From an optimization exercise on the open Yosys and OpenROAD flow, aimed at small area, a short achievable clock period and few clock cycles per item; shortcuts taken in it are not production practice.
RTL that was checked went through simulation tests only; none was proved equivalent to the original.
The RTL of runs 1 and 2 was laid out without a check of its function.
Power is estimated from default activity; no workload was simulated. The clock port is modelled as an ideal driver; clocking choices that lean on that would not hold on a real chip.

==> flow/design.v <==
module mxq_block (
    input  wire         clk,
    input  wire         rst,         
    input  wire         in_valid,
    output wire         in_ready,
    input  wire [31:0]  in_data,     
    input  wire [2:0]   in_fmt,      
    input  wire         in_rmode,    
    output wire         out_valid,
    input  wire         out_ready,
    output wire [7:0]   out_scale,
    output wire [255:0] out_elems,
    output wire [5:0]   out_flush,
    output wire         out_nan
);
    localparam [2:0] FMT_FP4  = 3'd0,    
                     FMT_E2M3 = 3'd1,
                     FMT_E3M2 = 3'd2,
                     FMT_E4M3 = 3'd3,
                     FMT_E5M2 = 3'd4,
                     FMT_INT8 = 3'd5;
    localparam integer NR = 34;          
    localparam [5:0]   NRM1 = NR - 1;
    function [3:0] fmt_emax(input [2:0] f);
        case (f)
            FMT_FP4:  fmt_emax = 4'd2;
            FMT_E2M3: fmt_emax = 4'd2;
            FMT_E3M2: fmt_emax = 4'd4;
            FMT_E4M3: fmt_emax = 4'd8;
            FMT_E5M2: fmt_emax = 4'd15;
            default:  fmt_emax = 4'd0;    
        endcase
    endfunction
    function [4:0] fmt_bias(input [2:0] f);
        case (f)
            FMT_FP4:  fmt_bias = 5'd1;
            FMT_E2M3: fmt_bias = 5'd1;
            FMT_E3M2: fmt_bias = 5'd3;
            FMT_E4M3: fmt_bias = 5'd7;
            FMT_E5M2: fmt_bias = 5'd15;
            default:  fmt_bias = 5'd1;
        endcase
    endfunction
    function [2:0] fmt_m(input [2:0] f);
        case (f)
            FMT_FP4:  fmt_m = 3'd1;
            FMT_E2M3: fmt_m = 3'd3;
            FMT_E3M2: fmt_m = 3'd2;
            FMT_E4M3: fmt_m = 3'd3;
            FMT_E5M2: fmt_m = 3'd2;
            default:  fmt_m = 3'd6;
        endcase
    endfunction
    function [7:0] fmt_largest(input [2:0] f);
        case (f)
            FMT_FP4:  fmt_largest = 8'h07;
            FMT_E2M3: fmt_largest = 8'h1F;
            FMT_E3M2: fmt_largest = 8'h1F;
            FMT_E4M3: fmt_largest = 8'h7E;
            FMT_E5M2: fmt_largest = 8'h7B;
            default:  fmt_largest = 8'h7F;
        endcase
    endfunction
    function [19:0] conv_k(input [7:0] mx, input [2:0] f);
        reg [3:0] emax;
        reg [4:0] bias;
        reg [2:0] m;
        reg       big;
        reg [8:0] kb;
        reg [9:0] k2;
        begin
            emax = fmt_emax(f);
            bias = fmt_bias(f);
            m    = fmt_m(f);
            big  = mx > {4'd0, emax};
            if (big) begin
                kb = {1'b0, mx} - {5'd0, emax} - {4'd0, bias};
                k2 = {2'b0, mx} - {6'd0, emax} - {5'd0, bias} - {7'd0, m} + 10'd8;
            end else begin
                kb = 9'd0 - {4'd0, bias};
                k2 = 10'd8 - {7'd0, m} - {5'd0, bias};
            end
            conv_k = {big, kb, k2};
        end
    endfunction
    reg  [16:0] ring [0:NR-1];
    reg  [5:0]  lbl;         
    reg  [5:0]  wl;          
    reg  [5:0]  rlm;         
    reg         full;        
    reg  [4:0]  w;           
    reg         ir;          
    wire        wr = in_valid && ir;
    wire [16:0] in_red = {in_data[31], in_data[30:23], in_data[22:16],
                          |in_data[15:0]};
    integer p;
    always @(posedge clk) begin
        ring[0] <= wr ? in_red : ring[NR-1];
        for (p = 1; p < NR; p = p + 1)
            ring[p] <= ring[p-1];
    end
    reg  [7:0]  r_max;
    reg         r_nan, r_inf;
    reg  [2:0]  r_fmt;
    reg         r_rm;
    reg         fin;         
    reg         sp;          
    wire [7:0]  in_ex  = in_data[30:23];
    wire        in_max = (in_ex == 8'hFF);
    wire        in_fz  = (in_data[22:0] == 23'd0);
    wire        st_rdy = fin || sp;
    reg         c_act;
    reg  [4:0]  ci;          
    reg  [2:0]  c_fmt;
    reg         c_rm;
    reg         c_big, c_zero;
    reg  [8:0]  c_kb;        
    reg  [9:0]  c_k2;        
    reg         c_nanblk, c_nanout;
    wire [19:0] n_k = conv_k(r_max, r_fmt);
    wire [16:0] rd      = ring[NR-2];
    wire        rd_s    = rd[16];
    wire [7:0]  rd_ex   = rd[15:8];
    wire [7:0]  rd_sig  = {1'b1, rd[7:1]};
    wire        rd_st   = rd[0];
    wire [2:0]  s1_m    = fmt_m(c_fmt);
    wire        s1_zero = (rd_ex == 8'd0);
    wire        s1_sub  = s1_zero && ((rd[7:1] != 7'd0) || rd_st);
    wire [9:0]  s1_d    = {c_kb[8], c_kb} - {2'b0, rd_ex};   
    wire [5:0]  s1_te   = rd_ex[5:0] - c_kb[5:0];
    wire [9:0]  s1_ss   = c_k2 - {2'b0, rd_ex};
    wire        s1_norm = s1_d[9];
    wire        s1_sat  = (s1_ss[8:4] != 5'd0) || (s1_ss[3:0] > 4'd8);
    reg  [6:0]  s1_mag;
    reg         s1_g, s1_stk;
    reg  [6:0]  sn_mag, ss_mag;
    reg         sn_g, sn_stk, ss_g, ss_stk;
    integer k;
    always @(*) begin
        case (s1_m)
            3'd1: begin
                sn_mag = {s1_te[5:0], rd_sig[6]};
                sn_g   = rd_sig[5];
                sn_stk = rd_st || (rd_sig[4:0] != 5'd0);
            end
            3'd2: begin
                sn_mag = {s1_te[4:0], rd_sig[6:5]};
                sn_g   = rd_sig[4];
                sn_stk = rd_st || (rd_sig[3:0] != 4'd0);
            end
            3'd3: begin
                sn_mag = {s1_te[3:0], rd_sig[6:4]};
                sn_g   = rd_sig[3];
                sn_stk = rd_st || (rd_sig[2:0] != 3'd0);
            end
            default: begin
                sn_mag = {s1_te[0], rd_sig[6:1]};
                sn_g   = rd_sig[0];
                sn_stk = rd_st;
            end
        endcase
        ss_mag = rd_sig >> s1_ss[3:0];
        ss_g   = (s1_ss[3:0] == 4'd0 || s1_sat) ? 1'b0 : rd_sig[s1_ss[3:0] - 4'd1];
        ss_stk = rd_st;
        for (k = 0; k < 7; k = k + 1)
            if (k + 2 <= s1_ss[3:0] && rd_sig[k])
                ss_stk = 1'b1;
        if (s1_sat)
            ss_mag = 7'd0;
        if (s1_zero) begin
            s1_mag = 7'd0;
            s1_g   = 1'b0;
            s1_stk = sn_stk;
        end else if (s1_norm) begin
            s1_mag = sn_mag;
            s1_g   = sn_g;
            s1_stk = sn_stk;
        end else begin
            s1_mag = ss_mag;
            s1_g   = ss_g;
            s1_stk = ss_stk;
        end
    end
    reg         s2_v;
    reg  [6:0]  s2_mag;
    reg         s2_g, s2_stk, s2_s, s2_zero, s2_sub;
    reg         s2_e0, s2_e1, s2_last;
    reg  [1:0]  s2_i;        
    reg  [2:0]  k_fmt;
    reg         k_rm, k_nanblk, k_nanout;
    reg  [7:0]  k_sc;
    reg  [5:0]  k_fl;
    reg  [7:0]  xb;          
    reg         ov;
    reg  [255:8] oel;
    reg  [7:0]  xo;
    reg  [7:0]  osc;
    reg  [5:0]  ofl;
    reg         onan;
    wire        com     = s2_v && (s2_e0 || !ov);
    wire        s2_free = !s2_v || com;
    wire        iss     = c_act && (lbl == rlm) && s2_free;
    wire        k_fp4   = (k_fmt == FMT_FP4);
    wire        k_fp6   = (k_fmt == FMT_E2M3) || (k_fmt == FMT_E3M2);
    wire        s2_up   = !k_rm && s2_g && (s2_stk || s2_mag[0]);
    wire [7:0]  s2_lg   = fmt_largest(k_fmt);
    wire        s2_ovf  = ({1'b0, s2_mag} > s2_lg) ||
                          ({1'b0, s2_mag} == s2_lg && s2_up);
    wire        s2_int  = (k_fmt == FMT_INT8);
    wire        s2_neg  = s2_int && s2_s;
    wire [7:0]  s2_inc  = ({1'b0, s2_mag} ^ {8{s2_neg}}) + {7'd0, s2_up ^ s2_neg};
    reg  [7:0]  s2_code;
    always @(*) begin
        if (s2_ovf)
            s2_code = s2_neg ? (8'd0 - s2_lg) : s2_lg;
        else
            s2_code = s2_inc;
        if (!s2_int) begin
            if (k_fp4)
                s2_code[3] = s2_s;
            else if (k_fp6)
                s2_code[5] = s2_s;
            else
                s2_code[7] = s2_s;
        end
        if (k_nanblk)
            s2_code = 8'd0;
    end
    wire        s2_fl   = s2_sub ||
                          (!k_nanblk && !s2_zero && (s2_mag == 7'd0) && !s2_up);
    wire [5:0]  s2_flc  = k_fl + {5'd0, s2_fl};
    reg  [5:0]  pk;          
    reg         pk_emit;
    reg  [7:0]  pk_byte;
    reg  [5:0]  pk_n;
    always @(*) begin
        pk_emit = 1'b1;
        pk_byte = s2_code;
        pk_n    = pk;
        if (k_fp4) begin
            pk_emit = s2_i[0];
            pk_byte = {s2_code[3:0], pk[3:0]};
            pk_n    = {2'b00, s2_code[3:0]};
        end else if (k_fp6) begin
            case (s2_i)
                2'd0: begin
                    pk_emit = 1'b0;
                    pk_n    = s2_code[5:0];
                end
                2'd1: begin
                    pk_byte = {s2_code[1:0], pk[5:0]};
                    pk_n    = {2'b00, s2_code[5:2]};
                end
                2'd2: begin
                    pk_byte = {s2_code[3:0], pk[3:0]};
                    pk_n    = {4'd0, s2_code[5:4]};
                end
                default: begin
                    pk_byte = {s2_code[5:0], pk[1:0]};
                end
            endcase
        end
    end
    wire        pk_first = (k_fp4 || k_fp6) ? s2_e1 : s2_e0;
    wire        sh_r     = com && pk_emit && !pk_first;
    wire [255:8] oel_n;
    assign oel_n[247:8]   = oel[255:16];
    assign oel_n[255:248] = (!k_fp4 && !k_fp6) ? pk_byte : 8'd0;
    wire [255:8] oel_d;
    assign oel_d[255:192] = oel_n[255:192];
    assign oel_d[191:184] = k_fp6 ? pk_byte : oel_n[191:184];
    assign oel_d[183:136] = oel_n[183:136];
    assign oel_d[135:128] = k_fp4 ? 8'd0 : oel_n[135:128];
    assign oel_d[127:120] = k_fp4 ? pk_byte : oel_n[127:120];
    assign oel_d[119:8]   = oel_n[119:8];
    wire        c_done  = !c_act || (iss && ci == 5'd31);
    wire        c_load  = c_done && st_rdy;
    wire [5:0]  lbl_n   = (lbl == NRM1) ? 6'd0 : lbl + 6'd1;
    wire [5:0]  wl_n    = wr ? ((wl == NRM1) ? 6'd0 : wl + 6'd1) : wl;
    wire        full_n  = (full || (wr && wl == rlm)) && !iss;
    wire [4:0]  w_n     = w + {4'd0, wr};
    wire [5:0]  rlm_n   = iss ? ((rlm == NRM1) ? 6'd0 : rlm + 6'd1) : rlm;
    wire [4:0]  ci_n    = c_load ? 5'd0 : ci + {4'd0, iss};
    wire        c_act_n = c_load || (c_act && !c_done);
    wire        sp_n    = st_rdy && !c_load;
    wire        fin_n   = wr && (w == 5'd31);
    wire        s2_v_n  = s2_free ? iss : s2_v;
    wire        s2_e0_n = s2_free ? (ci == 5'd0) : s2_e0;
    wire        ov_n    = (com && s2_last) || (ov && !out_ready);
    wire        ov_c    = com && s2_last;
    wire        cdn_pre = !c_act_n || ((lbl_n == rlm_n) && ci_n == 5'd31 &&
                                       (!s2_v_n || s2_e0_n));
    wire        cdn_a   = c_act_n && (lbl_n == rlm_n) && ci_n == 5'd31;
    wire        cdn_r0  = cdn_pre || (cdn_a && !(ov_c || ov));
    wire        cdn_r1  = cdn_pre || (cdn_a && !ov_c);
    wire        cdn     = out_ready ? cdn_r1 : cdn_r0;
    wire [5:0]  wl_p1   = (wl == NRM1) ? 6'd0 : wl + 6'd1;
    wire        base1   = (lbl_n == wl_p1) && !((full || wl == rlm) && !iss);
    wire        base0   = (lbl_n == wl) && !(full && !iss);
    wire        need1   = (w == 5'd31);
    wire        need0   = (w == 5'd0) && sp_n;
    wire        ir_n    = wr ? (base1 && (!need1 || cdn))
                             : (base0 && (!need0 || cdn));
    always @(posedge clk) begin
        if (rst) begin
            lbl   <= 6'd0;
            wl    <= 6'd0;
            rlm   <= NRM1;
            full  <= 1'b0;
            w     <= 5'd0;
            ir    <= 1'b1;
            fin   <= 1'b0;
            sp    <= 1'b0;
            c_act <= 1'b0;
            ci    <= 5'd0;
            s2_v  <= 1'b0;
            ov    <= 1'b0;
        end else begin
            lbl   <= lbl_n;
            wl    <= wl_n;
            full  <= full_n;
            w     <= w_n;
            ir    <= ir_n;
            fin   <= fin_n;
            sp    <= sp_n;
            rlm   <= rlm_n;
            ci    <= ci_n;
            c_act <= c_act_n;
            s2_v  <= s2_v_n;
            ov    <= ov_n;
        end
    end
    always @(posedge clk) begin
        if (wr && w == 5'd0) begin
            r_fmt <= in_fmt;
            r_rm  <= in_rmode;
            r_max <= in_max ? 8'd0 : in_ex;
            r_nan <= in_max && !in_fz;
            r_inf <= in_max && in_fz;
        end else if (wr) begin
            if (!in_max && in_ex > r_max)
                r_max <= in_ex;
            r_nan <= r_nan || (in_max && !in_fz);
            r_inf <= r_inf || (in_max && in_fz);
        end
        if (c_load) begin
            c_fmt    <= r_fmt;
            c_rm     <= r_rm;
            c_big    <= n_k[19];
            c_kb     <= n_k[18:10];
            c_k2     <= n_k[9:0];
            c_zero   <= (r_max == 8'd0);
            c_nanblk <= r_nan || r_inf;
            c_nanout <= r_inf && !r_nan;
        end
        if (iss && s2_free) begin
            s2_mag  <= s1_mag;
            s2_g    <= s1_g;
            s2_stk  <= s1_stk;
            s2_s    <= rd_s;
            s2_zero <= s1_zero;
            s2_sub  <= s1_sub;
            s2_e0   <= (ci == 5'd0);
            s2_e1   <= (ci == 5'd1);
            s2_i    <= ci[1:0];
            s2_last <= (ci == 5'd31);
        end
        if (iss && ci == 5'd0) begin
            k_fmt    <= c_fmt;
            k_rm     <= c_rm;
            k_nanblk <= c_nanblk;
            k_nanout <= c_nanout;
            k_sc     <= c_nanblk ? 8'hFF :
                        c_zero   ? 8'h7F :
                        c_big    ? (c_kb[7:0] + {3'd0, fmt_bias(c_fmt)}) : 8'd0;
        end
        if (iss && ci == 5'd0)
            k_fl <= 6'd0;
        else if (com)
            k_fl <= s2_flc;
        if (com)
            pk <= pk_n;
        if (com && pk_emit && pk_first)
            xb <= pk_byte;
        if (sh_r)
            oel <= oel_d;
        if (com && s2_last) begin
            xo   <= xb;
            osc  <= k_sc;
            ofl  <= s2_flc;
            onan <= k_nanout;
        end
    end
    assign in_ready  = ir;
    assign out_valid = ov;
    assign out_scale = osc;
    assign out_elems = {oel, xo};
    assign out_flush = ofl;
    assign out_nan   = onan;
endmodule
==> flow/flow/run.sh <==
#!/bin/bash
# Layout flow: the standard layout (standard synthesis, floorplan,
# placement, CTS, routing) with one change: the input and output ports are
# buffered with sky130_fd_sc_hd__buf_2 instead of the delay buffer that
# buffer_ports picks by default. Every port still gets its own buffer.
set -euo pipefail
export BUFFER_PORTS_ARGS="-buffer_cell sky130_fd_sc_hd__buf_2"
bash standard.sh "BUFFER_PORTS_ARGS=$BUFFER_PORTS_ARGS" finish > standard_flow.log 2>&1
test -f out/final.def
==> flow/standard.sh <==
#!/bin/bash
# synth_recipe.tcl (not shown) runs the flow's synth.tcl, then flattens the netlist and writes it again
# the make line also repeats each setting of config.mk as NAME=value (left out here)
make -C /OpenROAD-flow-scripts/flow DESIGN_CONFIG=/design/flow/config.mk WORK_HOME=/design/flow/orfs CLKGATE_MAP_FILE= SYNTH_SCRIPT=/design/flow/synth_recipe.tcl "${@:-finish}"
==> flow/config.mk <==
export PLATFORM = sky130hd
export DESIGN_NAME = mxq_block
export DESIGN_NICKNAME = mxq_block
export VERILOG_FILES = /design/flow/design.v
export SDC_FILE = /design/flow/constraint.sdc
export NUM_CORES = 4
export LEC_CHECK = 0
export CAP_MARGIN = 20
export CORE_MARGIN = 2
export CORE_UTILIZATION = 40
export SLEW_MARGIN = 20
==> flow/constraint.sdc <==
create_clock -name core_clock -period 14.0 [get_ports {clk}]
set_input_delay 2.8000 -clock core_clock [delete_from_list [all_inputs] [get_ports {clk}]]
set_output_delay 2.8000 -clock core_clock [all_outputs]
set_load 0.01 [all_outputs]
==> flow_summary.toml, run 1 <==
[status]
status = "finished clean"

[timing]
period_share_pct = 31.2
rsz0062_at_grt = "false"
setup-tns-final_ps = 0
fin_hold_ws_ps = 312
fmax_ghz = 0.229
clock_skew_ps = 26.3
slew_headroom_pct = 29.2
slew_violations = 0
finalHoldViolations = 0
tightest_slew_ps = 1060
layout_setup_ws_ps = 9630
fin_crit_ps = 4370
setup_violations = 0

[clock_tree]
post_cts_resized = 0
htreeDepth = 3
cts_root_buf = "clkbuf_16"
cts.sinks = 975
cts_tree = "done"
insertion_delay_ps = 650
post_cts_buffers = 0
numCtsBuffers = 96
clockBufferDepth = 3
clkTransAtPathRegs_ps = 70
hold_buffers = 0

[setup_path]
cp.depth = 10
crit_chain = "buf_2 > ha_1 > nor2b_1 > o21a_1 > o21ai_0 > nand2b_1 > a21oi_1 > o21ai_0 > o311ai_0 > a21oi_1"
critPathArrivalTime_ps = 4630
crit_type = "in -> reg"
startpoint_type = "input port"
critPathBufInv = 1
cp_max_fo = 8
critPathTopFamily = "compound AO/OA/AOI/OAI gates"
end_kind = "register"
required_ps = 14270
critPathMaxStageDelay_ps = 690
r2r_cells = 16
crit_slowest_cell = "a21oi_1"

[route]
wl_per_cell_um = 17.3
drc = 0
vias = 16360
dr.pass1.iters = 6
viasPerCell = 4.64
wl_mm = 61.0
drt_iter0_markers = 856
detail-route-antenna-nets = 0

[placement]
post_dp_cell_area_um2 = 32600
gp_congestion = 0.894
portBuffers = 312
dpl_worst_slack_ps = 8980
dpl.hpwl_mm = 42.4
placedCellCount = 3347

[global_routing]
grt_pass1_wl_mm = 94.0
track_usage_pct = 14.8
antenna_found_initial = 3
overflow = 0
grt_pass1_vias = 16199
grt_max_degree = 198

[power]
irDropWorstVdd_mv = 0.0892
p_per_area_nw_per_um2 = 167
leakagePower_nw = 14.3

[synth]
ys_ff_latch = 975
ys_seq_area_share_pct = 73.4
synthesis.area_um2 = 31400
syn_area_per_cell_um2 = 14.0
yosys-top-cells-area = "dfxtp_1, edfxtp_1, buf_4, ha_1, nand2_1"
yosysWarnings = 2
yosysTopAreaCell = "dfxtp_1"
ys_async_sr_fraction_pct = 0
synth_edf_count = 356
synthCells = 2249
synth_top_cell_area_share_pct = 39.4
syn-num-nets = 2385
synth-main-ff-cell = "dfxtp_1"
synth_cell_types = 81

[die]
core_um2 = 77600
row_count = 102
die_area_um2 = 80800
die_y_um = 284
start_util_pct = 40.5
die_w_um = 284
ios = 313

[layout]
fin_area_um2 = 36000
fillers = 6891
stdcell_count = 3528
multi_input_area_um2 = 6210
ff_latch_area_um2 = 23100
nets = 2543
layout-drive-gt1-share_pct = 20.7
syn2layout_area_growth_pct = 14.4

[min_path]
whs_path_depth = 0
min_path_type = "reg -> reg"

[job]
maxCapViolCount = 0
## sequential cells by signal, indices dropped and copies added, names as in the netlist, 7 cells and up
register,cells
c_k2,9
c_kb,9
k_sc,8
oel,248
osc,8
r_max,8
ring,578
s2_mag,7
xb,8
xo,8
## Yosys cell counts (7+ instances only)
master    number
o21a_1        16
dfxtp_1      619
a211oi_1      13
nor4_1        16
buf_4        216
o211ai_1      12
edfxtp_1     356
inv_1         90
and2_1        21
xor2_1        38
nor2_1        93
fa_1          10
o21ai_0       56
o22ai_1        9
nand2_1      171
mux2i_1       11
xnor2_1       45
or2_2          7
nor2b_1       17
or3_1          8
ha_1          86
a21o_1        22
a31oi_1        8
nand3_1       27
clkbuf_1      37
o31ai_1        9
nand2b_1      20
nor3_1        30
nand4_1       14
a21oi_1       72
## per-layer routing
metal	share of wire, %	global-route usage (%)
met2	49	25.1
met3	6.5	3.68
met4	2.5	4.97
met1	42	18.6
met5	0.054	0
## cells by family (layout without fill, tap and decap cells)
kind of cell,count (synthesis),in the layout,synth area share (%)
DFF,975,975,73.4
and+or+nand+nor,454,454,6.88
buffers and inverters,355,593,6.86
AOI/OAI and AO/OA,266,266,5.56
adders and majority gates,97,97,4.09
xor gates and xnor gates,84,84,2.39
muxes,18,18,0.780
other,0,1,0
## metrics by stage
| stage | power, W | util, % |
|---|---|---|
| floorplan | 0.00337 | - |
| global placement | 0.00345 | 42.0 |
| detailed placement | 0.00345 | 42.0 |
| CTS | 0.00611 | 46.3 |
| global route | 0.00628 | 46.4 |
| finish | 0.00602 | 46.4 |
## final timing paths
check	startpoint	to	slack (ps)
worst max register to register	r_fmt[1]	c_k2[8]	9680
worst min-delay path	ring[25][11]	ring[26][11]	310
worst max-delay path	in_data[24]	r_max[2]	9630
worst min register to register	ring[25][11]	ring[26][11]	310
## layout make-up
| type | instances | share of cell area (%) |
|---|---|---|
| Inverter | 93 | 0.971 |
| Clock inverter | 47 | 1.59 |
| Tap cell | 1040 | 3.62 |
| Sequential cell | 975 | 64.2 |
| Timing Repair Buffer | 322 | 4.63 |
| Multi-Input combinational cell | 919 | 17.3 |
| Clock buffer | 131 | 7.74 |
| Antenna cell | 1 | 0.00696 |
## where the power goes
group | internal, W | leakage [nW] | switching [W]
clock network | 0.00155 | 1.64 | 0.00108
registers | 0.00310 | 8.34 | 0.0000536
logic | 0.000103 | 4.31 | 0.000137
total | 0.00475 | 14.3 | 0.00127
## cells in the final DEF, fill, tap and decap left out, types with 21 or more instances in the layout
master / count
xnor2_1: 45
nand3_1: 27
ha_1: 86
a21o_1: 22
clkbuf_16: 102
nor3_1: 29
o21ai_0: 56
xor2_1: 38
nand2_1: 171
edfxtp_1: 356
nor2_1: 93
and2_1: 21
dfxtp_1: 619
buf_2: 312
a21oi_1: 71
inv_1: 90
==> run 2, diff against run 1 <==
--- a/flow/design.v
+++ b/flow/design.v
@@ -62,25 +62,26 @@
         endcase
     endfunction
     function [19:0] conv_k(input [7:0] mx, input [2:0] f);
-        reg [3:0] emax;
-        reg [4:0] bias;
-        reg [2:0] m;
+        reg [9:0] c1;        
+        reg [9:0] c2;        
+        reg [9:0] kb0;       
+        reg [9:0] k20;       
         reg       big;
-        reg [8:0] kb;
+        reg [9:0] kb;
         reg [9:0] k2;
         begin
-            emax = fmt_emax(f);
-            bias = fmt_bias(f);
-            m    = fmt_m(f);
-            big  = mx > {4'd0, emax};
-            if (big) begin
-                kb = {1'b0, mx} - {5'd0, emax} - {4'd0, bias};
-                k2 = {2'b0, mx} - {6'd0, emax} - {5'd0, bias} - {7'd0, m} + 10'd8;
-            end else begin
-                kb = 9'd0 - {4'd0, bias};
-                k2 = 10'd8 - {7'd0, m} - {5'd0, bias};
-            end
-            conv_k = {big, kb, k2};
+            case (f)
+                FMT_FP4:  begin c1 = 10'd3;  c2 = -10'd4; kb0 = -10'd1;  k20 = 10'd6;  end
+                FMT_E2M3: begin c1 = 10'd3;  c2 = -10'd2; kb0 = -10'd1;  k20 = 10'd4;  end
+                FMT_E3M2: begin c1 = 10'd7;  c2 = 10'd1;  kb0 = -10'd3;  k20 = 10'd3;  end
+                FMT_E4M3: begin c1 = 10'd15; c2 = 10'd10; kb0 = -10'd7;  k20 = -10'd2; end
+                FMT_E5M2: begin c1 = 10'd30; c2 = 10'd24; kb0 = -10'd15; k20 = -10'd9; end
+                default:  begin c1 = 10'd1;  c2 = -10'd1; kb0 = -10'd1;  k20 = 10'd1;  end
+            endcase
+            big = mx > {4'd0, fmt_emax(f)};
+            kb  = big ? ({2'b0, mx} - c1) : kb0;
+            k2  = big ? ({2'b0, mx} - c2) : k20;
+            conv_k = {big, kb[8:0], k2};
         end
     endfunction
     reg  [16:0] ring [0:NR-1];
@@ -109,6 +110,9 @@
     wire        in_max = (in_ex == 8'hFF);
     wire        in_fz  = (in_data[22:0] == 23'd0);
     wire        st_rdy = fin || sp;
+    wire        in_gt  = in_ex > r_max;
+    wire [7:0]  in_mx_n = in_max ? ((w == 5'd0) ? 8'd0 : r_max) :
+                          (in_gt || w == 5'd0) ? in_ex : r_max;
     reg         c_act;
     reg  [4:0]  ci;          
     reg  [2:0]  c_fmt;
@@ -186,6 +190,8 @@
     reg         s2_g, s2_stk, s2_s, s2_zero, s2_sub;
     reg         s2_e0, s2_e1, s2_last;
     reg  [1:0]  s2_i;        
+    reg         s2_shr;      
+    reg         sh_q;        
     reg  [2:0]  k_fmt;
     reg         k_rm, k_nanblk, k_nanout;
     reg  [7:0]  k_sc;
@@ -262,7 +268,6 @@
         end
     end
     wire        pk_first = (k_fp4 || k_fp6) ? s2_e1 : s2_e0;
-    wire        sh_r     = com && pk_emit && !pk_first;
     wire [255:8] oel_n;
     assign oel_n[247:8]   = oel[255:16];
     assign oel_n[255:248] = (!k_fp4 && !k_fp6) ? pk_byte : 8'd0;
@@ -287,6 +292,13 @@
     wire        s2_v_n  = s2_free ? iss : s2_v;
     wire        s2_e0_n = s2_free ? (ci == 5'd0) : s2_e0;
     wire        ov_n    = (com && s2_last) || (ov && !out_ready);
+    wire        c_fp4   = (c_fmt == FMT_FP4);
+    wire        c_fp6   = (c_fmt == FMT_E2M3) || (c_fmt == FMT_E3M2);
+    wire        is_shr  = c_fp4 ? (ci[0] && ci != 5'd1) :
+                          c_fp6 ? (ci[1:0] != 2'd0 && ci != 5'd1) :
+                          (ci != 5'd0);
+    wire        s2_shr_n = s2_free ? is_shr : s2_shr;
+    wire        sh_n    = s2_v_n && s2_shr_n && !ov_n;
     wire        ov_c    = com && s2_last;
     wire        cdn_pre = !c_act_n || ((lbl_n == rlm_n) && ci_n == 5'd31 &&
                                        (!s2_v_n || s2_e0_n));
@@ -315,6 +327,7 @@
             ci    <= 5'd0;
             s2_v  <= 1'b0;
             ov    <= 1'b0;
+            sh_q  <= 1'b0;
         end else begin
             lbl   <= lbl_n;
             wl    <= wl_n;
@@ -328,20 +341,18 @@
             c_act <= c_act_n;
             s2_v  <= s2_v_n;
             ov    <= ov_n;
+            sh_q  <= sh_n;
         end
     end
     always @(posedge clk) begin
         if (wr && w == 5'd0) begin
             r_fmt <= in_fmt;
             r_rm  <= in_rmode;
-            r_max <= in_max ? 8'd0 : in_ex;
-            r_nan <= in_max && !in_fz;
-            r_inf <= in_max && in_fz;
-        end else if (wr) begin
-            if (!in_max && in_ex > r_max)
-                r_max <= in_ex;
-            r_nan <= r_nan || (in_max && !in_fz);
-            r_inf <= r_inf || (in_max && in_fz);
+        end
+        if (wr) begin
+            r_max <= in_mx_n;
+            r_nan <= (r_nan && w != 5'd0) || (in_max && !in_fz);
+            r_inf <= (r_inf && w != 5'd0) || (in_max && in_fz);
         end
         if (c_load) begin
             c_fmt    <= r_fmt;
@@ -363,6 +374,7 @@
             s2_e0   <= (ci == 5'd0);
             s2_e1   <= (ci == 5'd1);
             s2_i    <= ci[1:0];
+            s2_shr  <= is_shr;
             s2_last <= (ci == 5'd31);
         end
         if (iss && ci == 5'd0) begin
@@ -382,7 +394,7 @@
             pk <= pk_n;
         if (com && pk_emit && pk_first)
             xb <= pk_byte;
-        if (sh_r)
+        if (sh_q)
             oel <= oel_d;
         if (com && s2_last) begin
             xo   <= xb;
==> flow/run.sh (new file) <==
#!/bin/bash
# synth_recipe.tcl (not shown) runs the flow's synth.tcl, then flattens the netlist and writes it again
# the make line also repeats each setting of config.mk as NAME=value (left out here)
make -C /OpenROAD-flow-scripts/flow DESIGN_CONFIG=/design/flow/config.mk WORK_HOME=/design/flow/orfs CLKGATE_MAP_FILE= SYNTH_SCRIPT=/design/flow/synth_recipe.tcl finish
removed: flow/flow/run.sh
removed: flow/standard.sh
==> run 2 against run 1 <==
Still clean on timing, DRC and antenna; global-route usage down 0.29 points; combinational power is about 30% lower; synthesized cell count barely moved; first-iteration DRC count up 8.3%; sequential power hardly changed; synthesized area barely moved; critical path depth shrank 9; total power up 0.36%; design area grew 4.6%; routed wire length fell by 2.2%; cell count about the same; critical endpoint is now out_elems[196].
==> flow_summary.toml, run 2 <==
[die]
die_area_um2 = 80800
row_count = 102
core_um2 = 77600
start_util_pct = 40.5
die_w_um = 284
die_y_um = 284
ios = 313

[setup_path]
crit_slowest_cell = "clkdlybuf4s50_1"
cp_max_fo = 2
reg2reg_to = "oel[185]"
critPathArrivalTime_ps = 1710
critPathTopFamily = "buffers and inverters"
crit-reg2reg-launch = "k_fmt[1]"
r2r_cells = 10
crit_type = "reg -> out"
crit_end = "out_elems[196]"
cp.depth = 1
crit_start = "oel[196]"
crit_chain = "clkdlybuf4s50_1"
end_kind = "primary output"
critPathBufInv = 1
critPathMaxStageDelay_ps = 640
required_ps = 11200
startpoint_type = "register"
reg2reg_slack_ps = 9980

[clock_tree]
cts.sinks = 977
clkTransAtPathRegs_ps = 60
post_cts_buffers = 0
clockBufferDepth = 3
htreeDepth = 3
cts_root_buf = "clkbuf_16"
post_cts_resized = 0
numCtsBuffers = 99
insertion_delay_ps = 660
cts_tree = "done"
hold_buffers = 0

[route]
drc = 0
wl_per_cell_um = 16.9
dr.pass1.iters = 5
viasPerCell = 4.63
detail-route-antenna-nets = 0
wl_mm = 59.7
drt_iter0_markers = 927
vias = 16351

[power]
irDropWorstVdd_mv = 0.106
p_per_area_nw_per_um2 = 161
leakagePower_nw = 14.3
p_total_w = 0.00604

[min_path]
min_path_type = "reg -> reg"

[layout]
largestRegisters = "ring (578), oel (248)"
largest_register_ffs = 578
final_common_cell = "dfxtp_1"
nets = 2523
final_cell_mix = "dfxtp_1, edfxtp_1, clkdlybuf4s50_1, nand2_1, clkbuf_16"
top_register = "ring"
layout-drive-gt1-share_pct = 8.80
syn2layout_area_growth_pct = 19.8

[timing]
finalHoldViolations = 0
rsz0062_at_grt = "false"
setup_violations = 0
slew_violations = 0
setup-tns-final_ps = 0
period_share_pct = 32.2
clock_skew_ps = 37.8
tightest_slew_ps = 1060
fmax_ghz = 0.222
slew_headroom_pct = 29.2
fin_crit_ps = 4510
fin_hold_ws_ps = 297
layout_setup_ws_ps = 9490

[synth]
syn_area_per_cell_um2 = 14.0
yosysWarnings = 2
synth.cells.most_frequent = "dfxtp_1, edfxtp_1, buf_4"
synth_top_cell_area_share_pct = 39.5
yosysTopAreaCell = "dfxtp_1"
yosys-top-cells-area = "dfxtp_1, edfxtp_1, buf_4, ha_1, nand2_1"
synth_most_common_cell = "dfxtp_1"
synth-main-ff-cell = "dfxtp_1"
syn-num-nets = 2367
ys_ff_latch = 977
ys_async_sr_fraction_pct = 0
ys_seq_area_share_pct = 73.7
synth_edf_count = 357
synthCells = 2248
synth_cell_types = 92
synthesis.area_um2 = 31400

[global_routing]
overflow = 0
antenna_found_initial = 1
grt_pass1_vias = 16346
track_usage_pct = 14.6
grt_max_degree = 88
grt_pass1_wl_mm = 93.1

[placement]
portBuffers = 312
dpl.hpwl_mm = 41.2
gp_congestion = 0.862
dpl_worst_slack_ps = 8840

[job]
maxCapViolCount = 0

[status]
status = "finished clean"
run 2: cell count changes after synthesis, moves of 10 or more:
cell and change:
nor2b_1 +11, nand2_1 -20, o21ai_0 +13, ha_1 -12
inv_1 -11, o21a_1 -13, nand2b_1 -10
run 2: worst register-to-register path, stage by stage (launching register included):
cell and delay [ps]:
edfxtp_1 560, a21oi_2 710, ha_1 380, nand2_1 200
a311o_1 330, or2_4 210, nand2_1 50, o221ai_1 660
nor2_1 120, a21oi_1 410, o21ai_0 140
run 2: worst min-delay path by stage:
stage / startpoint / end / slack, ps / depth (start not counted)
floorplan: ring[9][0] / ring[10][0] / 310 / 0
global placement: ring[4][12] / ring[5][12] / 310 / 0
detailed placement: ring[30][4] / ring[31][4] / 310 / 0
CTS: ring[28][10] / ring[29][10] / 290 / 0
global route: ring[28][10] / ring[29][10] / 300 / 0
finish: ring[28][10] / ring[29][10] / 300 / 0
run 2: kinds of logic after synthesis:
logic type | count (synthesis) | share of synthesized area [%]
and+or+nand+nor | 444 | 6.85
muxes | 18 | 0.729
DFF | 977 | 73.7
buffers and inverters | 350 | 6.84
adders and majority gates | 80 | 3.30
xor gates and xnor gates | 80 | 2.26
AOI/OAI and AO/OA | 299 | 6.37
run 2: cell type report:
type	instances	area, µm²
well taps	1040	1300
repair buffers	325	3220
diodes	1	2.50
clock inverters	64	738
fillers	6777	40000
multi-input cells	921	6140
inverters	80	300
clock buffers	123	2790
flip-flops and latches	977	23100
run 2: through the flow:
step	util, %	cell area, µm²	cells
after floorplan	-	31400	2248
after global placement	43.9	34100	3343
final	48.5	37600	3531
after detailed placement	43.9	34100	3343
after CTS	48.5	37600	3530
after global routing	48.5	37600	3531
run 2: report_power, final:
group / internal, W / total, W / switching [W]
Combinational: 0.0000733 / 0.000167 / 0.0000937
Clock: 0.00162 / 0.00273 / 0.00111
Sequential: 0.00309 / 0.00315 / 0.0000526
Total: 0.00479 / 0.00604 / 0.00126
run 2: routing by layer:
layer	global-route usage (%)	up-vias	routed length, µm
met5	0	-	0
met4	5.29	0	1470
met3	3.27	101	3770
met2	24.6	494	28800
met1	18.3	7829	25600
li1	-	7927	-
==> run 3, diff against run 2 <==
--- a/flow/design.v
+++ b/flow/design.v
@@ -19,7 +19,7 @@
                      FMT_E4M3 = 3'd3,
                      FMT_E5M2 = 3'd4,
                      FMT_INT8 = 3'd5;
-    localparam integer NR = 34;          
+    localparam integer NR = 33;          
     localparam [5:0]   NRM1 = NR - 1;
     function [3:0] fmt_emax(input [2:0] f);
         case (f)
@@ -87,7 +87,7 @@
     reg  [16:0] ring [0:NR-1];
     reg  [5:0]  lbl;         
     reg  [5:0]  wl;          
-    reg  [5:0]  rlm;         
+    reg  [5:0]  rl;          
     reg         full;        
     reg  [4:0]  w;           
     reg         ir;          
@@ -122,7 +122,7 @@
     reg  [9:0]  c_k2;        
     reg         c_nanblk, c_nanout;
     wire [19:0] n_k = conv_k(r_max, r_fmt);
-    wire [16:0] rd      = ring[NR-2];
+    wire [16:0] rd      = ring[NR-1];
     wire        rd_s    = rd[16];
     wire [7:0]  rd_ex   = rd[15:8];
     wire [7:0]  rd_sig  = {1'b1, rd[7:1]};
@@ -205,7 +205,7 @@
     reg         onan;
     wire        com     = s2_v && (s2_e0 || !ov);
     wire        s2_free = !s2_v || com;
-    wire        iss     = c_act && (lbl == rlm) && s2_free;
+    wire        iss     = c_act && (lbl == rl) && s2_free;
     wire        k_fp4   = (k_fmt == FMT_FP4);
     wire        k_fp6   = (k_fmt == FMT_E2M3) || (k_fmt == FMT_E3M2);
     wire        s2_up   = !k_rm && s2_g && (s2_stk || s2_mag[0]);
@@ -282,9 +282,12 @@
     wire        c_load  = c_done && st_rdy;
     wire [5:0]  lbl_n   = (lbl == NRM1) ? 6'd0 : lbl + 6'd1;
     wire [5:0]  wl_n    = wr ? ((wl == NRM1) ? 6'd0 : wl + 6'd1) : wl;
-    wire        full_n  = (full || (wr && wl == rlm)) && !iss;
+    wire [5:0]  wl_p1   = (wl == NRM1) ? 6'd0 : wl + 6'd1;
+    wire        full_n1 = full || (!iss && wl_p1 == rl);
+    wire        full_n0 = full && !iss;
+    wire        full_n  = wr ? full_n1 : full_n0;
     wire [4:0]  w_n     = w + {4'd0, wr};
-    wire [5:0]  rlm_n   = iss ? ((rlm == NRM1) ? 6'd0 : rlm + 6'd1) : rlm;
+    wire [5:0]  rl_n    = iss ? ((rl == NRM1) ? 6'd0 : rl + 6'd1) : rl;
     wire [4:0]  ci_n    = c_load ? 5'd0 : ci + {4'd0, iss};
     wire        c_act_n = c_load || (c_act && !c_done);
     wire        sp_n    = st_rdy && !c_load;
@@ -300,15 +303,14 @@
     wire        s2_shr_n = s2_free ? is_shr : s2_shr;
     wire        sh_n    = s2_v_n && s2_shr_n && !ov_n;
     wire        ov_c    = com && s2_last;
-    wire        cdn_pre = !c_act_n || ((lbl_n == rlm_n) && ci_n == 5'd31 &&
-                                       (!s2_v_n || s2_e0_n));
-    wire        cdn_a   = c_act_n && (lbl_n == rlm_n) && ci_n == 5'd31;
-    wire        cdn_r0  = cdn_pre || (cdn_a && !(ov_c || ov));
-    wire        cdn_r1  = cdn_pre || (cdn_a && !ov_c);
-    wire        cdn     = out_ready ? cdn_r1 : cdn_r0;
-    wire [5:0]  wl_p1   = (wl == NRM1) ? 6'd0 : wl + 6'd1;
-    wire        base1   = (lbl_n == wl_p1) && !((full || wl == rlm) && !iss);
-    wire        base0   = (lbl_n == wl) && !(full && !iss);
+    wire        ip      = c_act_n && (lbl_n == rl_n);
+    wire        ip_pre  = !s2_v_n || s2_e0_n;
+    wire        iss_r0  = ip && (ip_pre || !(ov_c || ov));
+    wire        iss_r1  = ip && (ip_pre || !ov_c);
+    wire        iss_nx  = out_ready ? iss_r1 : iss_r0;
+    wire        cdn     = !c_act_n || (iss_nx && ci_n == 5'd31);
+    wire        base1   = (lbl_n == wl_p1) && (!full_n1 || iss_nx);
+    wire        base0   = (lbl_n == wl) && (!full_n0 || iss_nx);
     wire        need1   = (w == 5'd31);
     wire        need0   = (w == 5'd0) && sp_n;
     wire        ir_n    = wr ? (base1 && (!need1 || cdn))
@@ -317,7 +319,7 @@
         if (rst) begin
             lbl   <= 6'd0;
             wl    <= 6'd0;
-            rlm   <= NRM1;
+            rl    <= 6'd0;
             full  <= 1'b0;
             w     <= 5'd0;
             ir    <= 1'b1;
@@ -336,7 +338,7 @@
             ir    <= ir_n;
             fin   <= fin_n;
             sp    <= sp_n;
-            rlm   <= rlm_n;
+            rl    <= rl_n;
             ci    <= ci_n;
             c_act <= c_act_n;
             s2_v  <= s2_v_n;
==> flow/flow/run.sh (new file) <==
#!/bin/bash
# Layout flow: the standard layout (standard synthesis, floorplan,
# placement, CTS, routing) with one change: the input and output ports are
# buffered with sky130_fd_sc_hd__buf_2 instead of the delay buffer that
# buffer_ports picks by default. Every port still gets its own buffer.
set -euo pipefail
export BUFFER_PORTS_ARGS="-buffer_cell sky130_fd_sc_hd__buf_2"
bash standard.sh "BUFFER_PORTS_ARGS=$BUFFER_PORTS_ARGS" finish > standard_flow.log 2>&1
test -f out/final.def
==> flow/standard.sh (new file) <==
#!/bin/bash
# synth_recipe.tcl (not shown) runs the flow's synth.tcl, then flattens the netlist and writes it again
# the make line also repeats each setting of config.mk as NAME=value (left out here)
make -C /OpenROAD-flow-scripts/flow DESIGN_CONFIG=/design/flow/config.mk WORK_HOME=/design/flow/orfs CLKGATE_MAP_FILE= SYNTH_SCRIPT=/design/flow/synth_recipe.tcl "${@:-finish}"
removed: flow/run.sh
==> run 3 against run 2 <==
Still clean on timing, DRC and antenna; via count decreased by 2.3%; critical path depth rose by 11; combinational power up 27%; non-clock buffer count decreased by 4; cell count decreased by 2.4%; critical endpoint is now oel[186].
==> flow_summary.toml, run 3 <==
[clock_tree]
insertion_delay_ps = 640
hold_buffers = 0
cts_tree = "done"
clockBufferDepth = 3
post_cts_resized = 0
cts.sinks = 960
cts_root_buf = "clkbuf_16"
post_cts_buffers = 0
numCtsBuffers = 93
clkTransAtPathRegs_ps = 60
htreeDepth = 3

[layout]
top_register = "ring"
syn2layout_area_growth_pct = 14.4
final_cell_mix = "dfxtp_1, edfxtp_1, buf_2, nand2_1, clkbuf_16"
layout-drive-gt1-share_pct = 21.0
largestRegisters = "ring (561), oel (248)"
largest_register_ffs = 561
ff_latch_area_um2 = 22800
diodes = 0
nets = 2458
multi_input_area_um2 = 5870
final_common_cell = "dfxtp_1"
fillers = 6801

[die]
start_util_pct = 40.5
core_um2 = 76100
die_w_um = 281
die_y_um = 281
die_area_um2 = 79200
row_count = 101
ios = 313

[timing]
clock_skew_ps = 26.5
setup-tns-final_ps = 0
period_share_pct = 33.6
tightest_slew_ps = 1060
slew_violations = 0
fmax_ghz = 0.213
fin_crit_ps = 4700
finalHoldViolations = 0
slew_headroom_pct = 29.3
layout_setup_ws_ps = 9300
setup_violations = 0
rsz0062_at_grt = "false"

[min_path]
min_path_type = "reg -> reg"

[setup_path]
crit_start = "k_fmt[0]"
critPathArrivalTime_ps = 5100
crit_end = "oel[186]"
startpoint_type = "register"
end_kind = "register"
cp_max_fo = 22
crit-reg2reg-launch = "k_fmt[0]"
r2r_cells = 12
reg2reg_slack_ps = 9300
reg2reg_to = "oel[186]"
required_ps = 14400
crit_type = "reg -> reg"

[synth]
synth_cell_types = 84
synth_most_common_cell = "dfxtp_1"
synthesis.area_um2 = 30800
synth.cells.most_frequent = "dfxtp_1, edfxtp_1, buf_4"
syn_area_per_cell_um2 = 14.1
synthCells = 2186
synth_top_cell_area_share_pct = 39.2
syn-num-nets = 2306
synth-main-ff-cell = "dfxtp_1"
synth_edf_count = 357
yosysWarnings = 2
yosys-top-cells-area = "dfxtp_1, edfxtp_1, buf_4, ha_1, nand2_1"
ys_async_sr_fraction_pct = 0
ys_seq_area_share_pct = 74.1
ys_ff_latch = 960
yosysTopAreaCell = "dfxtp_1"

[global_routing]
busiest_layer = "met2"
grt_pass1_vias = 15563
grt_use_met1_pct = 18.3
track_usage_pct = 14.4
use_met3_pct = 3.39
use_met2_pct = 24.1
antenna_found_initial = 1
grt_pass1_wl_mm = 88.3
overflow = 0
grt_max_degree = 87

[route]
drc = 0
dr.pass1.iters = 5
drt_iter0_markers = 1048
viasPerCell = 4.63
detail-route-antenna-nets = 0
wl_per_cell_um = 16.8
wl_mm = 57.8
vias = 15974

[power]
p_per_area_nw_per_um2 = 170
leakagePower_nw = 13.9
irDropWorstVdd_mv = 0.113

[placement]
gp_congestion = 0.819
dpl_worst_slack_ps = 8530
dpl.hpwl_mm = 40.4
portBuffers = 312

[job]
maxCapViolCount = 0

[status]
status = "finished clean"
-- run 3: where the power goes --
group	internal, W	leakage (nW)	switching (W)
Sequential	0.00310	8.23	0.0000633
Combinational	0.0000880	4.09	0.000124
Clock	0.00156	1.61	0.00104
Total	0.00475	13.9	0.00123
-- run 3: critical path, cell delays in order (launching register included) --
cell and delay [ps]:
edfxtp_1 560, nor2_1 250, nand2_1 510, inv_1 730, ha_1 380, nor2_1 110
nor2_1 70, a221o_1 390, nand2_2 140, mux2i_1 510, nor2_1 150, a221o_1 390
mux2_2 270
-- run 3: worst min-delay path by stage --
stage,start,endpoint,slack (ps),depth (start not counted)
after floorplan,ring[9][0],ring[10][0],310,0
after global placement,ring[17][11],ring[18][11],310,0
after detailed placement,ring[2][2],ring[3][2],310,0
after CTS,ring[19][10],ring[20][10],310,0
after global routing,ring[23][8],ring[24][8],320,0
final,ring[19][10],ring[20][10],310,0
-- run 3: layout make-up --
type	count	share of cell area (%)
Tap cell	1030	3.66
Timing Repair Buffer	321	4.63
Clock buffer	133	7.68
Inverter	85	0.906
Multi-Input combinational cell	877	16.7
Sequential cell	960	64.8
Clock inverter	42	1.68
-- run 3: stage by stage --
step / cell area, µm² / hold WS (ps) / util (%) / cells / total power (W)
2_1_floorplan: 30800 / 310 / - / 2186 / 0.00335
3_3_place_gp: 31900 / 310 / 41.9 / 3273 / 0.00342
3_5_place_dp: 31900 / 312 / 41.9 / 3273 / 0.00343
4_1_cts: 35200 / 308 / 46.3 / 3448 / 0.00606
5_1_grt: 35200 / 324 / 46.3 / 3448 / 0.00622
6_report: 35200 / 311 / 46.3 / 3448 / 0.00598
-- run 3: cell families (layout without fill, tap and decap cells) --
| logic type | count (synthesis) | after routing | share of synthesized area [%] |
|---|---|---|---|
| AO/OA/AOI/OAI | 287 | 287 | 6.07 |
| XOR/XNOR | 82 | 82 | 2.36 |
| adder cells (fa/ha/maj) | 80 | 80 | 3.37 |
| buffers and inverters | 349 | 581 | 6.92 |
| flip-flops | 960 | 960 | 74.1 |
| multiplexers | 15 | 15 | 0.549 |
| AND/OR/NAND/NOR | 413 | 413 | 6.68 |
-- run 3: metal layers --
layer | wire (µm) | share of wire [%]
met1 | 25000 | 43
met2 | 27700 | 48
met3 | 3780 | 6.5
met4 | 1380 | 2.4
met5 | 0 | 0
Testbench counts of run 3, summed over its fixed seeds: cycles 16,664, items 512.
==> run 4, diff against run 3 <==
==> flow/flow/run.sh (replaced) <==
#!/bin/bash
# Layout flow: the standard layout (standard synthesis, floorplan,
# placement, CTS, routing) with two changes:
#  * the input and output ports are buffered with sky130_fd_sc_hd__buf_2
#    instead of the delay buffer that buffer_ports picks by default (every
#    port still gets its own buffer);
#  * timing repair aims for more setup slack than the default, so that it
#    works on the paths that set the achieved period. The clock period and
#    the I/O constraints are the design's, unchanged.
set -euo pipefail
export BUFFER_PORTS_ARGS="-buffer_cell sky130_fd_sc_hd__buf_2"
export SETUP_SLACK_MARGIN=9.7
bash standard.sh "BUFFER_PORTS_ARGS=$BUFFER_PORTS_ARGS" "SETUP_SLACK_MARGIN=$SETUP_SLACK_MARGIN" finish > standard_flow.log 2>&1
test -f out/final.def
==> run 4 against run 3 <==
Critical path type is now reg -> out; critical path depth is 11 lower; clock power fell by 2%; routed wire length is 0.17% higher; total power fell by 0.62%; sequential share of layout area about the same; maximum frequency up 14%; still clean on timing, DRC and antenna; worst setup slack better by 570 ps; highest routed layer unchanged.
==> flow_summary.toml, run 4 <==
[global_routing]
grt_pass1_vias = 15775
overflow = 0
grt_pass1_wl_mm = 88.6
grt_max_degree = 99
track_usage_pct = 14.4
antenna_found_initial = 1

[layout]
stdcell_count = 3455
largest_register_ffs = 561
top_register = "ring"
syn2layout_area_growth_pct = 14.4
final_cell_mix = "dfxtp_1, edfxtp_1, buf_2, nand2_1, clkbuf_16"
final_common_cell = "dfxtp_1"
layout-drive-gt1-share_pct = 21.6
nets = 2462
largestRegisters = "ring (561), oel (248)"

[timing]
slew_headroom_pct = 32.6
fin_crit_ps = 4130
setup_violations = 0
tightest_slew_ps = 1010
rsz0062_at_grt = "false"
setup-tns-final_ps = 0
finalHoldViolations = 0
period_share_pct = 29.5
clock_skew_ps = 28.6
fmax_ghz = 0.242
slew_violations = 0

[route]
wl_per_cell_um = 16.8
drt_iter0_markers = 1092
drc = 0
detail-route-antenna-nets = 0
vias = 15908
viasPerCell = 4.60
wl_mm = 57.9
dr.pass1.iters = 5

[power]
p_per_area_nw_per_um2 = 169
seqPwrFrac_pct = 53.2
leakagePower_nw = 13.9
power_frac_comb_pct = 3.7
irDropWorstVdd_mv = 0.136
p_clk_share_pct = 43.1
switching_power_w = 0.00126
intPower_w = 0.00468
swShare_pct = 21.2

[synth]
synth_top_family_by_area = "buffers and inverters"
ys_seq_area_share_pct = 74.1
yosysWarnings = 2
synth.cells.most_frequent = "dfxtp_1, edfxtp_1, buf_4"
synthAdderAreaFrac_pct = 3.37
muxShareOfSynthArea_pct = 0.549
synth_compound_area_share_pct = 6.07
synth_xor_area_share_pct = 2.36
synth_most_common_cell = "dfxtp_1"
synth-main-ff-cell = "dfxtp_1"
yosys-top-cells-area = "dfxtp_1, edfxtp_1, buf_4, ha_1, nand2_1"
synth_cell_types = 84
synth_edf_count = 357
syn_area_per_cell_um2 = 14.1
synth_top_cell_area_share_pct = 39.2
yosysTopAreaCell = "dfxtp_1"
ys_async_sr_fraction_pct = 0
ys_ff_latch = 960
synthCells = 2186
synthSimpleGateAreaFrac_pct = 6.68
syn-num-nets = 2306
synthesis.area_um2 = 30800

[setup_path]
critPathArrivalTime_ps = 1330
startpoint_type = "register"
critPathBufInv = 1
crit_slowest_cell = "edfxtp_1"
critPathMaxStageDelay_ps = 510
r2r_cells = 12
end_kind = "primary output"
cp_max_fo = 2
cp.depth = 1
crit_type = "reg -> out"
critPathTopFamily = "flip-flops"
reg2reg_slack_ps = 10080
required_ps = 11200
crit_chain = "buf_2"

[clock_tree]
cts.sinks = 960
clockBufferDepth = 3
numCtsBuffers = 95
cts_root_buf = "clkbuf_16"
htreeDepth = 3
cts_tree = "done"
hold_buffers = 0
insertion_delay_ps = 650
clkTransAtPathRegs_ps = 60

[status]
status = "finished clean"

[die]
die_w_um = 281
row_count = 101
ios = 313
core_um2 = 76100
die_area_um2 = 79200
start_util_pct = 40.5
die_y_um = 281

[placement]
dpl.hpwl_mm = 40.4
placedCellCount = 3274
portBuffers = 312
gp_congestion = 0.822

[job]
maxCapViolCount = 0

[min_path]
min_path_type = "reg -> reg"
whs_path_depth = 0
==> run 4: power groups by stage <==
stage	registers [W]	logic, W	clock network, W
2_1_floorplan	0.00319	0.000162	0
3_3_place_gp	0.00322	0.000209	0
3_5_place_dp	0.00322	0.000216	0
4_1_cts	0.00316	0.000218	0.00264
5_1_grt	0.00318	0.000247	0.00275
6_report	0.00316	0.000218	0.00256
==> run 4: worst paths after layout <==
path / start / endpoint
min reg2reg: ring[3][0] / ring[4][0]
max: oel[199] / out_elems[199]
min: ring[3][0] / ring[4][0]
max reg2reg: k_fmt[0] / oel[186]
==> run 4: final cells by class <==
type | count | area [µm²]
timing repair buffer | 323 | 1650
multi-input combinational | 877 | 5900
antenna | 1 | 2.50
clock inverter | 56 | 632
fill | 6737 | 40900
inverter | 85 | 323
clock buffer | 123 | 2630
tap | 1030 | 1290
sequential | 960 | 22800
==> run 4: logic make-up (layout without fill, tap and decap cells) <==
| logic type | after synthesis | in the layout |
|---|---|---|
| xor+xnor | 82 | 82 |
| fa+ha+maj | 80 | 80 |
| simple gates | 413 | 413 |
| other cells | 0 | 1 |
| buf+inv | 349 | 587 |
| compound gates | 287 | 287 |
| mux | 15 | 15 |
| flops | 960 | 960 |
==> run 4: metal layers <==
| layer | track usage, % | up-vias | share of wire [%] |
|---|---|---|---|
| met4 | 5.88 | 0 | 3.0 |
| met2 | 23.9 | 470 | 47 |
| met3 | 3.19 | 116 | 6.3 |
| met5 | 0 | - | 0 |
| met1 | 18.4 | 7629 | 43 |
| li1 | - | 7693 | - |
==> run 4: timing repair <==
item / 4_1_cts / 5_1_grt
gates resized for setup: 1 / 1
endpoints found under the setup margin: 1 / 1
buffers inserted: 1 / 0
==> run 4: per-stage QoR <==
step	hold WS [ps]	cell area, µm²	power [W]	utilization [%]	setup WS (ps)
after floorplan	310	30800	0.00335	-	9550
after global placement	309	31900	0.00343	42.0	9130
after detailed placement	312	31900	0.00344	42.0	9160
after CTS	320	35200	0.00602	46.3	9810
after global routing	325	35200	0.00618	46.3	9710
final	314	35200	0.00594	46.3	9870
==> run 5, diff against run 4 <==
--- a/flow/flow/run.sh
+++ b/flow/flow/run.sh
@@ -6,9 +6,11 @@
 #    port still gets its own buffer);
 #  * timing repair aims for more setup slack than the default, so that it
 #    works on the paths that set the achieved period. The clock period and
-#    the I/O constraints are the design's, unchanged.
+#    the I/O constraints are the design's, unchanged;
+#  * clock tree: larger sink clusters and no dummy loads.
 set -euo pipefail
 export BUFFER_PORTS_ARGS="-buffer_cell sky130_fd_sc_hd__buf_2"
 export SETUP_SLACK_MARGIN=9.7
-bash standard.sh "BUFFER_PORTS_ARGS=$BUFFER_PORTS_ARGS" "SETUP_SLACK_MARGIN=$SETUP_SLACK_MARGIN" finish > standard_flow.log 2>&1
+export CTS_ARGS="-sink_clustering_enable -repair_clock_nets -sink_clustering_size 30 -sink_clustering_max_diameter 120 -dont_use_dummy_load"
+bash standard.sh "BUFFER_PORTS_ARGS=$BUFFER_PORTS_ARGS" "SETUP_SLACK_MARGIN=$SETUP_SLACK_MARGIN" "CTS_ARGS=$CTS_ARGS" finish > standard_flow.log 2>&1
 test -f out/final.def
==> run 5 against run 4 <==
Die area unchanged; worst hold slack got worse by 10 ps; maximum frequency hardly changed; combinational power about the same; worst setup slack gained 1.7 ps; design area fell by 6.5%; count of clock-buffer cells in the layout decreased by 85; global-route usage decreased by 0.56 points; critical path type is now in -> reg; flip-flop and latch count is the same; sequential share of layout area grew 4.5 points.
==> flow_summary.toml, run 5 <==
[status]
status = "finished clean"

[setup_path]
critPathArrivalTime_ps = 4670
cp_max_fo = 37
end_kind = "register"
reg2reg_slack_ps = 10050
required_ps = 14540
reg2reg_to = "oel[186]"
crit-reg2reg-launch = "k_fmt[0]"
r2r_cells = 12
crit_type = "in -> reg"
startpoint_type = "input port"
crit_start = "in_valid"

[timing]
slew_violations = 0
fmax_ghz = 0.242
fin_hold_ws_ps = 304
setup_violations = 0
rsz0062_at_grt = "false"
slew_headroom_pct = 31.9
period_share_pct = 29.5
setup-tns-final_ps = 0
finalHoldViolations = 0
clock_skew_ps = 47.5
tightest_slew_ps = 1020
fin_crit_ps = 4130

[power]
swShare_pct = 20.6
power_frac_comb_pct = 4.7
switching_power_w = 0.000956
leakagePower_nw = 12.8
intPower_w = 0.00368
p_clk_share_pct = 27.1
irDropWorstVdd_mv = 0.0934
seqPwrFrac_pct = 68.1
p_per_area_nw_per_um2 = 141

[route]
dr.pass1.iters = 6
drc = 0
wl_mm = 56.5
wl_per_cell_um = 17.1
drt_iter0_markers = 1017
viasPerCell = 4.66
detail-route-antenna-nets = 0
vias = 15454

[synth]
yosysTopAreaCell = "dfxtp_1"
yosys-top-cells-area = "dfxtp_1, edfxtp_1, buf_4, ha_1, nand2_1"
synth-main-ff-cell = "dfxtp_1"
yosysWarnings = 2
syn_area_per_cell_um2 = 14.1
ys_ff_latch = 960
synth_cell_types = 84
synth_edf_count = 357
synth.cells.most_frequent = "dfxtp_1, edfxtp_1, buf_4"
synth_most_common_cell = "dfxtp_1"
syn-num-nets = 2306
synthesis.area_um2 = 30800
ys_seq_area_share_pct = 74.1
synth_top_cell_area_share_pct = 39.2
synthCells = 2186
ys_async_sr_fraction_pct = 0

[clock_tree]
cts_root_buf = "clkbuf_16"
hold_buffers = 0
cts.sinks = 960
numCtsBuffers = 38
htreeDepth = 2
clkTransAtPathRegs_ps = 110
insertion_delay_ps = 610
clockBufferDepth = 3
cts_tree = "done"

[layout]
fin_area_um2 = 32900
top_register = "ring"
fin_util_pct = 43.3
final_common_cell = "dfxtp_1"
fillers = 6908
final_cell_mix = "dfxtp_1, edfxtp_1, buf_2, nand2_1, nor2_1"
largestRegisters = "ring (561), oel (248)"
stdcell_count = 3314
ff_latch_area_um2 = 22800
multi_input_area_um2 = 5910
syn2layout_area_growth_pct = 6.98
layout-drive-gt1-share_pct = 17.6
nets = 2405
largest_register_ffs = 561

[die]
start_util_pct = 40.5
ios = 313
die_area_um2 = 79200
die_w_um = 281
core_um2 = 76100
row_count = 101
die_y_um = 281

[placement]
gp_congestion = 0.822
placedCellCount = 3274
post_dp_cell_area_um2 = 31900
dpl.hpwl_mm = 40.4
portBuffers = 312

[job]
maxCapViolCount = 0

[min_path]
whs_path_depth = 0
min_path_type = "reg -> reg"
hold_end = "ring[5][16]"
hp-start = "ring[4][16]"

[global_routing]
overflow = 0
grt_max_degree = 99
track_usage_pct = 13.9
grt_pass1_vias = 15008
grt_pass1_wl_mm = 85.6
antenna_found_initial = 1
-- run 5: per-layer routing --
| metal | global-route usage [%] | part of all wire [%] |
|---|---|---|
| met5 | 0 | 0 |
| met4 | 3.98 | 2.2 |
| met3 | 2.41 | 5.8 |
| met2 | 23.4 | 48 |
| met1 | 18.4 | 44 |
-- run 5: cells by family (layout without fill, tap and decap cells) --
| family | Yosys count | in the layout | share of synthesized area, % |
|---|---|---|---|
| flops | 960 | 960 | 74.1 |
| simple gates | 413 | 413 | 6.68 |
| buf+inv | 349 | 446 | 6.92 |
| compound gates | 287 | 287 | 6.07 |
| xor+xnor | 82 | 82 | 2.36 |
| fa+ha+maj | 80 | 80 | 3.37 |
| mux | 15 | 15 | 0.549 |
| other cells | 0 | 1 | 0 |
-- run 5: stage by stage --
stage / setup slack (ps) / power [W]
after floorplan: 9550 / 0.00335
after global placement: 9130 / 0.00343
after detailed placement: 9160 / 0.00344
after CTS: 9800 / 0.00469
after global routing: 9710 / 0.00483
final: 9870 / 0.00463
-- run 5: area by class of cell --
cell class	count	share of cell area, %
multi-input cells	877	17.9
repair buffers	323	5.03
clock buffers	38	2.89
diodes	1	0.00760
inverters	85	0.981
flip-flops and latches	960	69.2
well taps	1030	3.91
-- run 5: what timing repair did --
action	CTS	global route
gates resized for setup	1	3
hold endpoints to repair	0	0
endpoints found under the setup margin	1	1
setup buffers	1	0
-- run 5: how the worst max path moves through the flow --
stage / to / slack [ps] / cells after the start
after CTS: ir / 9800 / 10
after global placement: ir / 9130 / 10
after global routing: ir / 9710 / 10
after floorplan: r_max[0] / 9550 / 9
after detailed placement: ir / 9160 / 10
final: ir / 9870 / 10
-- run 5: power groups by stage --
stage	registers, W	logic [W]	clock network [W]
after floorplan	0.00319	0.000162	0
after global placement	0.00322	0.000209	0
after detailed placement	0.00322	0.000216	0
after CTS	0.00316	0.000218	0.00132
after global routing	0.00318	0.000248	0.00140
final	0.00316	0.000219	0.00126
-- run 5: critical path, cell delays in order --
cell and delay (ps):
buf_2 110, nand2_1 90, buf_8 200, clkinv_1 80, buf_4 260, or4_1 610
nor4_4 170, nand2_1 80, o211ai_1 160, a31o_1 110

-- what the ideal ports hide --
The flow's constraints put no driver on any port. The routed layouts listed below were extracted and timed again, unchanged, in two steps. Step 1 (the two cells are an assumption about what drives the block):
set clk [get_ports {clk}]
set_driving_cell -lib_cell sky130_fd_sc_hd__clkbuf_16 $clk
set_driving_cell -lib_cell sky130_fd_sc_hd__buf_2 [delete_from_list [all_inputs] $clk]
Step 2 adds t to the input delays and takes it off the output delays; t is the mean of the earliest and latest rising clock arrival at the registers after step 1. Input paths then give back, and output paths get back, about the clock's delay inside the block. a / b / c = ideal ports / drivers / drivers and shift; a / b = the first two.
| run | t (ns) | slack for setup (ns) | worst register clock-pin slew, ns | worst data-port slew with drivers (ns) | pins driven straight from the clock port |
|---|---|---|---|---|---|
| run 1 | 0.702 | 9.633 / 9.675 / 8.975 | 0.07 / 0.07 | 0.07 | 1 |
| run 2 | 0.702 | 9.487 / 9.423 / 8.849 | 0.06 / 0.06 | 0.07 | 1 |
| run 3 | 0.695 | 9.301 / 9.301 / 8.854 | 0.07 / 0.07 | 0.06 | 1 |
| run 4 | 0.704 | 9.871 / 9.809 / 9.255 | 0.06 / 0.06 | 0.06 | 1 |
| run 5 | 0.634 | 9.873 / 9.871 / 9.275 | 0.12 / 0.12 | 0.06 | 1 |
After both steps every run listed still meets setup and hold. The setup slack of run 1, which loses most, moves by +0.042 ns with the drivers and by -0.658 ns with both steps.
